This design comes from an exercise in tuning for small area and a short achievable clock period on the open sky130 flow, not from production work.
At most, simulation tests tie the RTL to the original design; equivalence was not proved.

// pixcorr
module pixcorr (
    input  wire        clk,
    input  wire        rst,
    input  wire [31:0] cfg_dt,
    input  wire [31:0] cfg_h,
    input  wire [23:0] cfg_scene_ofs,
    input  wire [8:0]  cfg_alpha,
    input  wire [15:0] cfg_thr,
    input  wire        cfg_tf_en,
    input  wire        cfg_fresh,
    input  wire        frame_start,
    input  wire        frame_end,
    input  wire        in_valid,
    input  wire        in_blind,
    input  wire        in_sat,
    input  wire [23:0] in_xp,
    input  wire [23:0] in_b,
    input  wire [23:0] in_o,
    input  wire [15:0] in_d,
    input  wire [15:0] in_g,
    input  wire [15:0] in_s,
    output reg         out_valid,
    output reg  [15:0] out_y,
    output reg  [15:0] out_state,
    output reg         stats_valid,
    output reg  [19:0] st_nvalid,
    output reg  [19:0] st_ninvalid,
    output reg  [19:0] st_nbad,
    output reg  [19:0] st_nrsat,
    output reg  [19:0] st_clip_lo,
    output reg  [19:0] st_clip_hi,
    output reg  [19:0] st_motion,
    output reg  [15:0] st_min,
    output reg  [15:0] st_max,
    output reg  [35:0] st_sum
);
    reg [31:0] dt_r, h_r;
    reg [23:0] sofs_r;
    reg [4:0]  a_one, a_two, a_neg;
    reg [15:0] thr_r;
    reg        tf_en_r, fresh_r, dtnz_r;
  ...
Size in the first run: about 5900 cells after synthesis, about 480 I/O pins, about 58000 um^2 of cells after synthesis.
Settings: LEC_CHECK=0, CAP_MARGIN=20, CORE_MARGIN=2, CORE_UTILIZATION=40, PLACE_DENSITY=0.6, SLEW_MARGIN=20; clock period 16.0 ns.
standard.sh (not shown) runs the stock make flow with config.mk's settings and CLKGATE_MAP_FILE= SYNTH_SCRIPT=/design/flow/synth_recipe.tcl, a recipe that flattens the netlist after the stock synthesis.
==> flow/flow/run.sh <==
#!/bin/bash
set -euo pipefail
here=$(pwd)
margin=$(cat flow/margin.txt)
sed "s|\"\${@:-finish}\"|SETUP_SLACK_MARGIN=${margin} \"\${@:-finish}\"|" standard.sh > own_standard.sh
grep -q "SETUP_SLACK_MARGIN=${margin}" own_standard.sh
res="$here/orfs/results/${FLOW_PLATFORM:-sky130hd}/pixcorr/base"
bash own_standard.sh "$res/1_2_yosys.v" > "$here/make_synth.log" 2>&1
cp "$res/1_2_yosys.v" "$here/1_2_yosys.standard.v"
python3 flow/polarity.py "$here/1_2_yosys.standard.v" "$res/1_2_yosys.v" > "$here/polarity.log" 2>&1
touch "$res/1_2_yosys.v"
bash own_standard.sh > "$here/make_finish.log" 2>&1
==> flow/flow/margin.txt <==
11.5
Other scripts of this flow, unchanged in this note and not shown: flow/flow/polarity.py
The first run went through all stages and came out clean.
Then changed:
--- a/flow/flow/run.sh
+++ b/flow/flow/run.sh
@@ -1,2 +1,8 @@
 #!/bin/bash
+# The standard layout with these changes to how it is made:
+#  1. after the standard synthesis, flow/polarity.py removes inverters between
+#     full adders (a full adder with all inputs and outputs inverted is the same
+#     cell), leaving every register and all other logic as synthesized;
+#  3. clock tree synthesis runs without dummy loads.
+# The SDC, clock period and flow steps are the standard ones.
 set -euo pipefail
@@ -4,3 +10,4 @@
 margin=$(cat flow/margin.txt)
-sed "s|\"\${@:-finish}\"|SETUP_SLACK_MARGIN=${margin} \"\${@:-finish}\"|" standard.sh > own_standard.sh
+cts="CTS_ARGS=-sink_clustering_enable -repair_clock_nets -dont_use_dummy_load"
+sed "s|\"\${@:-finish}\"|SETUP_SLACK_MARGIN=${margin} '${cts}' \"\${@:-finish}\"|" standard.sh > own_standard.sh
 grep -q "SETUP_SLACK_MARGIN=${margin}" own_standard.sh
CORE_UTILIZATION = 35   (was 40)
PLACE_DENSITY = 0.55   (was 0.6)
Sequential share of layout area is about the same.
Global-route usage falls by 2.2 points.
Clock-buffer cell count falls by 25.
Final area falls by 0.41%.
Maximum frequency rises by 0.54%.
Die area rises by about 14%.
Then changed:
==> flow/flow/margin.txt (replaced) <==
11.6
CORE_UTILIZATION = 40   (was 35)
PLACE_DENSITY = 0.6   (was 0.55)
Design area increases by a few percent. Cell count fell slightly. Critical path depth is unchanged. Utilization rose by 7.4 points. Fmax increases slightly.
Then changed:
==> flow/flow/margin.txt (replaced) <==
11.4
Outcome: Count of clock-buffer cells in the layout does not change. Clock skew went up by 0.0096 ns. Worst setup slack got worse by 0.14 ns. Via count went down by 2.8%. Final area went down by 4.0%. Non-clock buffer count went down by 249. Cell count went down by about 3%. Flip-flop and latch count is unchanged. Worst hold slack got worse by 0.038 ns. Utilization went down by 1.9 points. Fmax went down by 3.0%.
Then changed:
==> flow/flow/margin.txt (replaced) <==
11.5
CORE_UTILIZATION = 45   (was 40)
PLACE_DENSITY = 0.7   (was 0.6)
Result: Core utilization went up by 5.5 points. Worst hold slack gains 0.050 ns.
Then changed:
CAP_MARGIN = 0   (was 20)
CORE_UTILIZATION = 40   (was 45)
PLACE_DENSITY = 0.6   (was 0.7)
SLEW_MARGIN = 0   (was 20)
Effect:
- design area increases by about 1.1%
- area after synthesis is unchanged
- routed wire length went up by 4.1%
- hold slack loses 0.027 ns
- fmax increases by 3.8%
- cell count rises by 3.4%

Another version of the RTL of pixcorr (not shown whole).
For scale: roughly 6300 cells after synthesis, roughly 59000 µm² of cells after synthesis.
## pixcorr
module pixcorr (
    input  wire        clk,
    input  wire        rst,
    input  wire [31:0] cfg_dt,
    input  wire [31:0] cfg_h,
    input  wire [23:0] cfg_scene_ofs,
    input  wire [8:0]  cfg_alpha,
    input  wire [15:0] cfg_thr,
    input  wire        cfg_tf_en,
    input  wire        cfg_fresh,
    input  wire        frame_start,
    input  wire        frame_end,
    input  wire        in_valid,
    input  wire        in_blind,
    input  wire        in_sat,
    input  wire [23:0] in_xp,
    input  wire [23:0] in_b,
    input  wire [23:0] in_o,
    input  wire [15:0] in_d,
    input  wire [15:0] in_g,
    input  wire [15:0] in_s,
    output reg         out_valid,
    output reg  [15:0] out_y,
    output reg  [15:0] out_state,
    output reg         stats_valid,
    output reg  [19:0] st_nvalid,
    output reg  [19:0] st_ninvalid,
    output reg  [19:0] st_nbad,
    output reg  [19:0] st_nrsat,
    output reg  [19:0] st_clip_lo,
    output reg  [19:0] st_clip_hi,
    output reg  [19:0] st_motion,
    output reg  [15:0] st_min,
    output reg  [15:0] st_max,
    output reg  [35:0] st_sum
);
Settings: LEC_CHECK=0, CAP_MARGIN=20, CORE_MARGIN=2, CORE_UTILIZATION=65, PLACE_DENSITY=0.75, SLEW_MARGIN=20; clock period 16.0 ns.
==> flow/flow/run.sh <==
#!/bin/bash
set -euo pipefail
here=$(pwd)
margin=$(cat flow/margin.txt)
sed "s|\"\${@:-finish}\"|SETUP_SLACK_MARGIN=${margin} \"\${@:-finish}\"|" standard.sh > own_standard.sh
grep -q "SETUP_SLACK_MARGIN=${margin}" own_standard.sh
bash own_standard.sh > "$here/make_finish.log" 2>&1
==> flow/flow/margin.txt <==
11.5
The starting point finished with timing, DRC and antenna clean.
Rerun with:
- CORE_UTILIZATION: 65 -> 40
- PLACE_DENSITY: 0.75 -> 0.6
Effect: Count of clock-buffer cells in the layout drops by 3. Core utilization drops by 29 points. Final cell count climbs by roughly a tenth.
No functional check of the RTL was part of any run of this note.

pixcorr, a different RTL version from the one above (not shown whole).
Size: ~690 flip-flops, about 0.056 sq mm of cells after synthesis.
export LEC_CHECK = 0
export CAP_MARGIN = 20
export CORE_MARGIN = 2
export CORE_UTILIZATION = 40
export PLACE_DENSITY = 0.6
export SLEW_MARGIN = 20
create_clock -name core_clock -period 16.0 [get_ports {clk}]
run.sh (not shown) runs the stock make flow with config.mk's settings and CLKGATE_MAP_FILE= SYNTH_SCRIPT=/design/flow/synth_recipe.tcl, a recipe that flattens the netlist after the stock synthesis.
Stock flow here: none of the scripts above is used.
The starting point passed the timing, design-rule and antenna checks.
Then changed:
==> flow/flow/run.sh (new file) <==
#!/bin/bash
set -euo pipefail
here=$(pwd)
margin=$(cat flow/margin.txt)
sed "s|\"\${@:-finish}\"|SETUP_SLACK_MARGIN=${margin} \"\${@:-finish}\"|" standard.sh > own_standard.sh
grep -q "SETUP_SLACK_MARGIN=${margin}" own_standard.sh
bash own_standard.sh > "$here/make_finish.log" 2>&1
==> flow/flow/margin.txt (new file) <==
11.5
==> flow/standard.sh (new file) <==
#!/bin/bash
# synth_recipe.tcl (not shown) runs the flow's synth.tcl, then flattens the netlist and writes it again
# the make line also repeats each setting of config.mk as NAME=value (left out here)
make -C /OpenROAD-flow-scripts/flow DESIGN_CONFIG=/design/flow/config.mk WORK_HOME=/design/flow/orfs CLKGATE_MAP_FILE= SYNTH_SCRIPT=/design/flow/synth_recipe.tcl "${@:-finish}"
removed: flow/run.sh
=> Via count grows by 6.0%; area after synthesis is unchanged; wire length grows by 11%; global-route usage grows by 2.1 points; sequential share of layout area shrinks by 0.82 points; count of clock-buffer cells in the layout shrinks by 5.
Function was not checked in any run of this note: the RTL went through the layout flow alone.

pixcorr, a different RTL version from the one above (not shown whole).
Size: ~810 flip-flops, about 480 I/O pins, roughly 59,000 sq um of cells after synthesis.
==> flow/design.v (excerpt) <==
module pixcorr (
    input  wire        clk,
    input  wire        rst,
    input  wire [31:0] cfg_dt,
    input  wire [31:0] cfg_h,
    input  wire [23:0] cfg_scene_ofs,
    input  wire [8:0]  cfg_alpha,
    input  wire [15:0] cfg_thr,
    input  wire        cfg_tf_en,
    input  wire        cfg_fresh,
    input  wire        frame_start,
    input  wire        frame_end,
    input  wire        in_valid,
    input  wire        in_blind,
    input  wire        in_sat,
    input  wire [23:0] in_xp,
    input  wire [23:0] in_b,
    input  wire [23:0] in_o,
    input  wire [15:0] in_d,
    input  wire [15:0] in_g,
    input  wire [15:0] in_s,
    output reg         out_valid,
    output reg  [15:0] out_y,
    output reg  [15:0] out_state,
    output reg         stats_valid,
    output reg  [19:0] st_nvalid,
    output reg  [19:0] st_ninvalid,
    output reg  [19:0] st_nbad,
    output reg  [19:0] st_nrsat,
    output reg  [19:0] st_clip_lo,
    output reg  [19:0] st_clip_hi,
    output reg  [19:0] st_motion,
    output reg  [15:0] st_min,
    output reg  [15:0] st_max,
    output reg  [35:0] st_sum
);
    reg [31:0] dt_r, h_r;
    reg [23:0] sofs_r;
  ...
==> flow/config.mk <==
export PLATFORM = sky130hd
export DESIGN_NAME = pixcorr
export DESIGN_NICKNAME = pixcorr
export VERILOG_FILES = /design/flow/design.v
export SDC_FILE = /design/flow/constraint.sdc
export NUM_CORES = 4
export LEC_CHECK = 0
export CAP_MARGIN = 20
export CORE_MARGIN = 2
export CORE_UTILIZATION = 40
export PLACE_DENSITY = 0.6
export SLEW_MARGIN = 20
==> flow/constraint.sdc <==
create_clock -name core_clock -period 16.0 [get_ports {clk}]
set_input_delay 3.2000 -clock core_clock [delete_from_list [all_inputs] [get_ports {clk}]]
set_output_delay 3.2000 -clock core_clock [all_outputs]
set_load 0.01 [all_outputs]
standard.sh (not shown) runs the stock make flow with config.mk's settings and CLKGATE_MAP_FILE= SYNTH_SCRIPT=/design/flow/synth_recipe.tcl, a recipe that flattens the netlist after the stock synthesis.
==> flow/flow/run.sh <==
#!/bin/bash
set -euo pipefail
here=$(pwd)
margin=$(cat flow/margin.txt)
sed "s|\"\${@:-finish}\"|SETUP_SLACK_MARGIN=${margin} \"\${@:-finish}\"|" standard.sh > own_standard.sh
grep -q "SETUP_SLACK_MARGIN=${margin}" own_standard.sh
bash own_standard.sh > "$here/make_finish.log" 2>&1
==> flow/flow/margin.txt <==
12.0
The starting point passed the timing, design-rule and antenna checks.
Next try:
==> flow/flow/margin.txt (replaced) <==
11.5
Effect: The changed run finished with timing, DRC and antenna clean; sequential share of layout area went up by 1.3 points; fmax came out lower by 0.77%; area after synthesis does not change; final cell count falls by 3.1%; die area does not change; first-iteration DRC count fell by 15%; non-clock buffer count is lower by 270; sequential cell count stays the same; final area shrinks by 6.9%.

pepper:
RTL: one of the versions met above, not the one the previous note started from.
For scale: roughly 480 I/O pins, about 58000 um^2 of cells after synthesis.
==> flow/config.mk <==
export PLATFORM = sky130hd
export DESIGN_NAME = pixcorr
export DESIGN_NICKNAME = pixcorr
export VERILOG_FILES = /design/flow/design.v
export SDC_FILE = /design/flow/constraint.sdc
export NUM_CORES = 4
export LEC_CHECK = 0
export CAP_MARGIN = 20
export CORE_MARGIN = 2
export CORE_UTILIZATION = 40
export PLACE_DENSITY = 0.6
export SLEW_MARGIN = 20
==> flow/constraint.sdc <==
create_clock -name core_clock -period 16.0 [get_ports {clk}]
set_input_delay 3.2000 -clock core_clock [delete_from_list [all_inputs] [get_ports {clk}]]
set_output_delay 3.2000 -clock core_clock [all_outputs]
set_load 0.01 [all_outputs]
==> flow/flow/run.sh <==
#!/bin/bash
# The standard layout with these changes to how it is made:
#  1. after the standard synthesis, flow/polarity.py removes inverters between
#     full adders (a full adder with all inputs and outputs inverted is the same
#     cell), leaving every register and all other logic as synthesized;
#  3. clock tree synthesis runs without dummy loads.
# The SDC, clock period and flow steps are the standard ones.
set -euo pipefail
here=$(pwd)
margin=$(cat flow/margin.txt)
cts="CTS_ARGS=-sink_clustering_enable -repair_clock_nets -dont_use_dummy_load"
sed "s|\"\${@:-finish}\"|SETUP_SLACK_MARGIN=${margin} '${cts}' \"\${@:-finish}\"|" standard.sh > own_standard.sh
grep -q "SETUP_SLACK_MARGIN=${margin}" own_standard.sh
res="$here/orfs/results/${FLOW_PLATFORM:-sky130hd}/pixcorr/base"
bash own_standard.sh "$res/1_2_yosys.v" > "$here/make_synth.log" 2>&1
cp "$res/1_2_yosys.v" "$here/1_2_yosys.standard.v"
python3 flow/polarity.py "$here/1_2_yosys.standard.v" "$res/1_2_yosys.v" > "$here/polarity.log" 2>&1
touch "$res/1_2_yosys.v"
bash own_standard.sh > "$here/make_finish.log" 2>&1
Other scripts of this flow, unchanged in this note and not shown: flow/flow/margin.txt, flow/flow/polarity.py
Both conditions hold for pepper: the flow ran to the end and the final layout passed the timing, design-rule and antenna checks.
Edits applied to the flow inputs when going from pepper to tundra:
- CTS_CLUSTER_DIAMETER now 150, previously not set
- CTS_CLUSTER_SIZE now 30, previously not set
==> flow/flow/run.sh <==
#!/bin/bash
set -euo pipefail
here=$(pwd)
margin=$(cat flow/margin.txt)
sed "s|\"\${@:-finish}\"|SETUP_SLACK_MARGIN=${margin} \"\${@:-finish}\"|" standard.sh > own_standard.sh
grep -q "SETUP_SLACK_MARGIN=${margin}" own_standard.sh
res="$here/orfs/results/${FLOW_PLATFORM:-sky130hd}/pixcorr/base"
bash own_standard.sh "$res/1_2_yosys.v" > "$here/make_synth.log" 2>&1
cp "$res/1_2_yosys.v" "$here/1_2_yosys.standard.v"
python3 flow/polarity.py "$here/1_2_yosys.standard.v" "$res/1_2_yosys.v" > "$here/polarity.log" 2>&1
touch "$res/1_2_yosys.v"
bash own_standard.sh > "$here/make_finish.log" 2>&1
- Cmp tundra and pepper / number of global-route vias before repair / lower: tundra
- tundra and pepper ended up with nearly the same share of the clock period used by the worst path.
- pepper reports its slowest cell on the critical path as sky130_fd_sc_hd__dfxtp_2 while tundra reports sky130_fd_sc_hd__dfxtp_4.
- [compare] base=pepper new=tundra: layout overhead on the synthesized area shrank by 0.98 points, non-clock buffer count saw an increase.
Edits applied to the flow inputs when going from tundra to xenon:
- swapping 20 for 10 in SLEW_MARGIN
- clearing CTS_CLUSTER_DIAMETER, which used to be 150
- clearing CTS_CLUSTER_SIZE, which used to be 30
- swapping 20 for 10 in CAP_MARGIN
-- flow/flow/run.sh --
<<< tundra, line 1
#!/bin/bash
set -euo pipefail
>>> xenon, line 1
#!/bin/bash
# The standard layout with these changes to how it is made:
#  1. after the standard synthesis, flow/polarity.py removes inverters between
#     full adders (a full adder with all inputs and outputs inverted is the same
#     cell), leaving every register and all other logic as synthesized;
#  3. clock tree synthesis runs without dummy loads.
# The SDC, clock period and flow steps are the standard ones.
set -euo pipefail
<<< tundra, line 4
margin=$(cat flow/margin.txt)
sed "s|\"\${@:-finish}\"|SETUP_SLACK_MARGIN=${margin} \"\${@:-finish}\"|" standard.sh > own_standard.sh
grep -q "SETUP_SLACK_MARGIN=${margin}" own_standard.sh
>>> xenon, line 10
margin=$(cat flow/margin.txt)
cts="CTS_ARGS=-sink_clustering_enable -repair_clock_nets -dont_use_dummy_load"
sed "s|\"\${@:-finish}\"|SETUP_SLACK_MARGIN=${margin} '${cts}' \"\${@:-finish}\"|" standard.sh > own_standard.sh
grep -q "SETUP_SLACK_MARGIN=${margin}" own_standard.sh
==> comparison <==
- Compared to tundra, the routing of xenon uses more wire.
- Average routed wire per standard cell (xenon over tundra): increase, 0.20 um
- tundra leaves less setup margin than xenon.
- Diff tundra..xenon | setup-violating endpoint count in the final report | unchanged
- In xenon relative to tundra, non-clock buffer count had gone down by more than 10%.
What sierra does differently from xenon at the input level:
- CAP_MARGIN: 10 -> 20
- GPL_ROUTABILITY_DRIVEN: unset -> 0
- SLEW_MARGIN: 10 -> 20
==> results.txt <==
- Changes observed in sierra relative to xenon: routed length on met1 rose by about 1.3%, required time of the critical path higher, final clock period utilization by the worst path went up by 0.76 points.
- Re maximum number of pins on one net before global-route repair: sierra and xenon aren't equal, and the higher value belongs to sierra.
- Comparing xenon with sierra, the post-route core utilization came out essentially unchanged.
- Cmp sierra vs xenon: clock insertion delay at the later pin of the skew report higher in sierra
- Between sierra and xenon, it is sierra whose post-cts gate resize count is lower, by 3.2%.
- In the metrics for sierra and xenon, the one carrying the higher area growth from synthesis to layout is xenon.
- sierra vs. xenon: wire length reported by the detailed router went down by 1.1%.

[re-timing with driven ports]
Ports are ideal in the flow. The routed layouts listed here were re-timed in OpenROAD. Step 1 (the two cells are an assumption about what drives the block):
set clk [get_ports {clk}]
set_driving_cell -lib_cell sky130_fd_sc_hd__clkbuf_16 $clk
set_driving_cell -lib_cell sky130_fd_sc_hd__buf_2 [delete_from_list [all_inputs] $clk]
Step 2 adds t to the input delays and takes it off the output delays; t is the mean of the earliest and latest rising clock arrival at the registers after step 1. Input paths then give back, and output paths get back, about the clock's delay inside the block. a / b / c = ideal ports / drivers / drivers and shift; a / b = the first two.
run	t (ns)	setup WS [ns]	worst setup path after step 2
the first run of note 1	0.794	11.544 / 11.463 / 10.917	input to register
the second run of note 1	0.748	11.568 / 11.489 / 10.983	input to register
the third run of note 1	0.760	11.590 / 11.511 / 10.993	input to register
the fourth run of note 1	0.765	11.451 / 11.373 / 10.818	input to register
the fifth run of note 1	0.734	11.379 / 11.379 / 10.992	input to register
the sixth run of note 1	0.754	11.549 / 11.468 / 10.912	input to register
the first run of note 2	0.752	11.386 / 11.386 / 10.945	input to register
the second run of note 2	0.807	11.437 / 11.437 / 11.004	input to register
the first run of note 3	0.788	9.010 / 9.010 / 9.010	register to register
the second run of note 3	0.777	10.354 / 10.354 / 10.354	register to register
the first run of note 4	0.768	11.580 / 11.500 / 11.326	input to register
the second run of note 4	0.801	11.546 / 11.470 / 10.866	input to register
pepper	0.754	11.549 / 11.468 / 10.912	input to register
tundra	0.722	11.542 / 11.466 / 10.951	input to register
xenon	0.754	11.549 / 11.468 / 10.912	input to register
sierra	0.748	11.426 / 11.426 / 10.857	input to register
After both steps setup and hold are still met in every run listed. The setup slack of the second run of note 4, which loses most, moves by -0.076 ns with the drivers and by -0.680 ns with both steps.
